This design comes from an exercise in tuning for small area, a short achievable clock period and few clock cycles per item on the open sky130 flow, not from production work. Function was checked by simulation only, so behaviour that the tests miss may differ from the original. Power figures rest on the tool's default switching activity, not on a simulated workload.

## pq_engine
module pq_engine (
  input  wire         clk,
  input  wire         rst_n,
  input  wire         in_valid,
  output wire         in_ready,
  input  wire [63:0] in_data,
  input  wire [4:0]   in_lost_a,
  input  wire [4:0]   in_lost_b,
  output wire         out_valid,
  input  wire         out_ready,
  output reg  [63:0] out_a,
  output reg  [63:0] out_b
);
  function [7:0] gf_mul;
    input [7:0] a;
    input [7:0] b;
    integer i;
    reg [7:0] p, x;
    begin
      p = 8'h00;
      x = a;
      for (i = 0; i < 8; i = i + 1) begin
        if (b[i]) p = p ^ x;
        x = {x[6:0], 1'b0} ^ (x[7] ? 8'h1d : 8'h00);
      end
      gf_mul = p;
    end
  endfunction
  function [7:0] mul_g;
    input [7:0] x;
    mul_g = {x[6:0], 1'b0} ^ (x[7] ? 8'h1d : 8'h00);
  endfunction
  function [7:0] mul_ginv;
    input [7:0] x;
    mul_ginv = {1'b0, x[7:1]} ^ (x[0] ? 8'h8e : 8'h00);
  endfunction
  function [7:0] mul_g29;
    input [7:0] x;
    reg t8, t9, t10;
    begin
      t8  = x[3] ^ x[6];
      t9  = x[4] ^ x[7];
      t10 = x[5] ^ t8;
      mul_g29 = {t8 ^ x[2], x[1] ^ x[2] ^ x[5], x[0] ^ x[1] ^ t9, x[0] ^ t8,
                 t10, t9 ^ t10, x[4] ^ x[5], x[3] ^ t9};
    end
  endfunction
  reg        acc_st;     
  reg        solve_st;   
  reg        out_st;     
  reg [4:0]  unit;       
  reg [4:0]  la, lb;
  reg [5:0]  dd;         
  reg [7:0]  k1, k2;     
  assign in_ready  = acc_st;
  assign out_valid = out_st;
  wire       accept = in_valid & acc_st;
  wire       first  = (unit == 5'd0);
  wire       clr    = accept & (first | (unit == 5'd1 & (la == 5'd0 | lb == 5'd0)));
  ...
==> flow/config.mk <==
export PLATFORM = sky130hd
export DESIGN_NAME = pq_engine
export DESIGN_NICKNAME = pq_engine
export VERILOG_FILES = /design/flow/design.v
export SDC_FILE = /design/flow/constraint.sdc
export NUM_CORES = 4
export LEC_CHECK = 0
export CAP_MARGIN = 20
export CORE_MARGIN = 2
export CORE_UTILIZATION = 55
export SLEW_MARGIN = 20
==> flow/constraint.sdc <==
create_clock -name core_clock -period 12.0 [get_ports {clk}]
set_input_delay 2.4000 -clock core_clock [delete_from_list [all_inputs] [get_ports {clk}]]
set_output_delay 2.4000 -clock core_clock [all_outputs]
set_load 0.01 [all_outputs]
standard.sh (not shown) runs the stock make flow with config.mk's settings and CLKGATE_MAP_FILE= SYNTH_SCRIPT=/design/flow/synth_recipe.tcl, a recipe that flattens the netlist after the stock synthesis.
==> flow/flow/run.sh <==
#!/bin/bash
# The standard layout, with repair_timing aimed at a setup slack of
# SETUP_SLACK_MARGIN (so paths are sped up well past the 12 ns clock) and
# faster port buffers. The SDC and every other step are the standard flow's own.
set -euo pipefail
bash standard.sh SETUP_SLACK_MARGIN=8.45 \
  "BUFFER_PORTS_ARGS=-buffer_cell sky130_fd_sc_hd__buf_1" finish > standard.log 2>&1
The first run finished clean.
Testbench counts at the start, summed over its fixed seeds: cycles 65,600, items 1,600.
Change:
- CORE_UTILIZATION: 55 -> 70
After rerunning: Worst setup slack gets worse by 14 ps; sequential cell count does not change; power goes down by 0.39%; die area shrinks by 21%; final cell count drops by 4.9%.

Another version of the RTL of pq_engine (not shown whole).
Size in the first run: roughly 1500 cells after synthesis, ~170 flip-flops, ~13000 um2 of cells after synthesis.
==> flow/config.mk <==
export PLATFORM = sky130hd
export DESIGN_NAME = pq_engine
export DESIGN_NICKNAME = pq_engine
export VERILOG_FILES = /design/flow/design.v
export SDC_FILE = /design/flow/constraint.sdc
export NUM_CORES = 4
export LEC_CHECK = 0
export CAP_MARGIN = 20
export CORE_MARGIN = 2
export CORE_UTILIZATION = 55
export SLEW_MARGIN = 20
==> flow/constraint.sdc <==
create_clock -name core_clock -period 12.0 [get_ports {clk}]
set_input_delay 2.4000 -clock core_clock [delete_from_list [all_inputs] [get_ports {clk}]]
set_output_delay 2.4000 -clock core_clock [all_outputs]
set_load 0.01 [all_outputs]
Scripts as last shown in full above: flow/flow/run.sh
Testbench counts at the start, summed over its fixed seeds: cycles 65,600, items 1,600.
Edit:
--- a/flow/flow/run.sh
+++ b/flow/flow/run.sh
@@ -5,3 +5,3 @@
 set -euo pipefail
-bash standard.sh SETUP_SLACK_MARGIN=8.45 \
+bash standard.sh SETUP_SLACK_MARGIN=8.52 \
   "BUFFER_PORTS_ARGS=-buffer_cell sky130_fd_sc_hd__buf_1" finish > standard.log 2>&1
=> Hold slack is about the same; register-to-register slack gains 0.19 ns; clock-buffer cell count rose by 1; utilization rose by 2.0 points; worst setup slack gains 0.068 ns; total power rose by 2.1%; routed wire length rose by 5.4%; area after synthesis does not change.
Edit:
--- a/flow/flow/run.sh
+++ b/flow/flow/run.sh
@@ -5,3 +5,3 @@
 set -euo pipefail
-bash standard.sh SETUP_SLACK_MARGIN=8.52 \
+bash standard.sh SETUP_SLACK_MARGIN=8.45 \
   "BUFFER_PORTS_ARGS=-buffer_cell sky130_fd_sc_hd__buf_1" finish > standard.log 2>&1
CORE_UTILIZATION = 70   (was 55)
The new run passed the timing, DRC and antenna checks; critical path depth stays the same; core utilization rises by 16 points; global-route usage went up by 5.8 points; combinational power goes down by about 3%; power went down by 1.4%; setup slack got worse by 0.079 ns; flip-flop and latch count is unchanged; maximum frequency falls by 2.2%; cell area is lower by 3.6%; non-clock buffer count drops by 18; clock-buffer cell count is unchanged.

pq_engine, a different RTL version from the one above (not shown whole).
For scale: roughly 160 flip-flops, about 210 I/O pins, ~0.013 sq mm of cells after synthesis.
Settings: LEC_CHECK=0, CAP_MARGIN=20, CORE_MARGIN=2, CORE_UTILIZATION=55, CTS_CLUSTER_DIAMETER=200, CTS_CLUSTER_SIZE=50, SLEW_MARGIN=20; clock period 12.0 ns.
==> flow/flow/run.sh <==
#!/bin/bash
# The standard layout, with repair_timing aimed at a setup slack of
# SETUP_SLACK_MARGIN (so paths are sped up well past the 12 ns clock) and
# faster port buffers. The SDC and every other step are the standard flow's own.
set -euo pipefail
bash standard.sh SETUP_SLACK_MARGIN=8.45 \
  "BUFFER_PORTS_ARGS=-buffer_cell sky130_fd_sc_hd__buf_1" finish > standard.log 2>&1
The baseline finished clean.
Testbench counts at the start, summed over its fixed seeds: cycles 65,600, items 1,600.
Rerun with:
--- a/flow/flow/run.sh
+++ b/flow/flow/run.sh
@@ -6,2 +6,2 @@
-bash standard.sh SETUP_SLACK_MARGIN=8.45 \
-  "BUFFER_PORTS_ARGS=-buffer_cell sky130_fd_sc_hd__buf_1" finish > standard.log 2>&1
+bash standard.sh SETUP_SLACK_MARGIN=8.3 \
+  "BUFFER_PORTS_ARGS=-buffer_cell sky130_fd_sc_hd__buf_2" finish > standard.log 2>&1
Settings changed: CORE_UTILIZATION 55 to 30, CTS_CLUSTER_DIAMETER 200 to unset, CTS_CLUSTER_SIZE 50 to unset.
After rerunning:
- The changed run went through all stages and came out clean
- cell count climbs by about 11%
- via count drops by about 2%
- sequential share of layout area drops by 0.77 points
- global-route usage drops by 13 points
Rerun with:
--- a/flow/flow/run.sh
+++ b/flow/flow/run.sh
@@ -6 +6 @@
-bash standard.sh SETUP_SLACK_MARGIN=8.3 \
+bash standard.sh SETUP_SLACK_MARGIN=8.45 \
Final area increases by 2.6%.
Clock skew is about the same.
First-iteration DRC count increases by 12%.
Final cell count increases by 1.3%.

==> static timing again, ports no longer ideal <==
How much do the figures lean on ideal ports? The routed layouts below were timed once more, with nothing changed but the port constraints.
Step 1 sets driving cells, clkbuf_16 on the clock port and buf_2 on the other inputs (assumed; they add their load-dependent delay and slew).
Step 2 adds t to the input delays and takes it off the output delays; t is the mean of the earliest and latest rising clock arrival at the registers after step 1. Input paths then give back, and output paths get back, about the clock's delay inside the block.
a / b / c = no drivers / after step 1 / after step 2; a / b = the first two.
run	shift t [ns]	setup slack, ns	worst setup path after step 2	slew at the worst register clock pin (ns)
the first run of note 1	0.486	8.460 / 8.411 / 8.014	input to register	0.08 / 0.08
the second run of note 1	0.484	8.446 / 8.398 / 8.009	input to register	0.08 / 0.08
the first run of note 2	0.489	8.470 / 8.420 / 8.059	input to register	0.08 / 0.08
the second run of note 2	0.483	8.538 / 8.486 / 8.125	input to register	0.08 / 0.08
the third run of note 2	0.485	8.459 / 8.410 / 8.063	input to register	0.08 / 0.08
the first run of note 3	0.481	8.392 / 8.392 / 8.044	input to register	0.08 / 0.08
the second run of note 3	0.489	8.336 / 8.283 / 7.963	input to register	0.08 / 0.08
the third run of note 3	0.491	8.484 / 8.429 / 8.093	input to register	0.08 / 0.08
After both steps setup and hold are still met in every run listed. The setup slack of the first run of note 1, which loses most, moves by -0.049 ns with the drivers and by -0.446 ns with both steps.
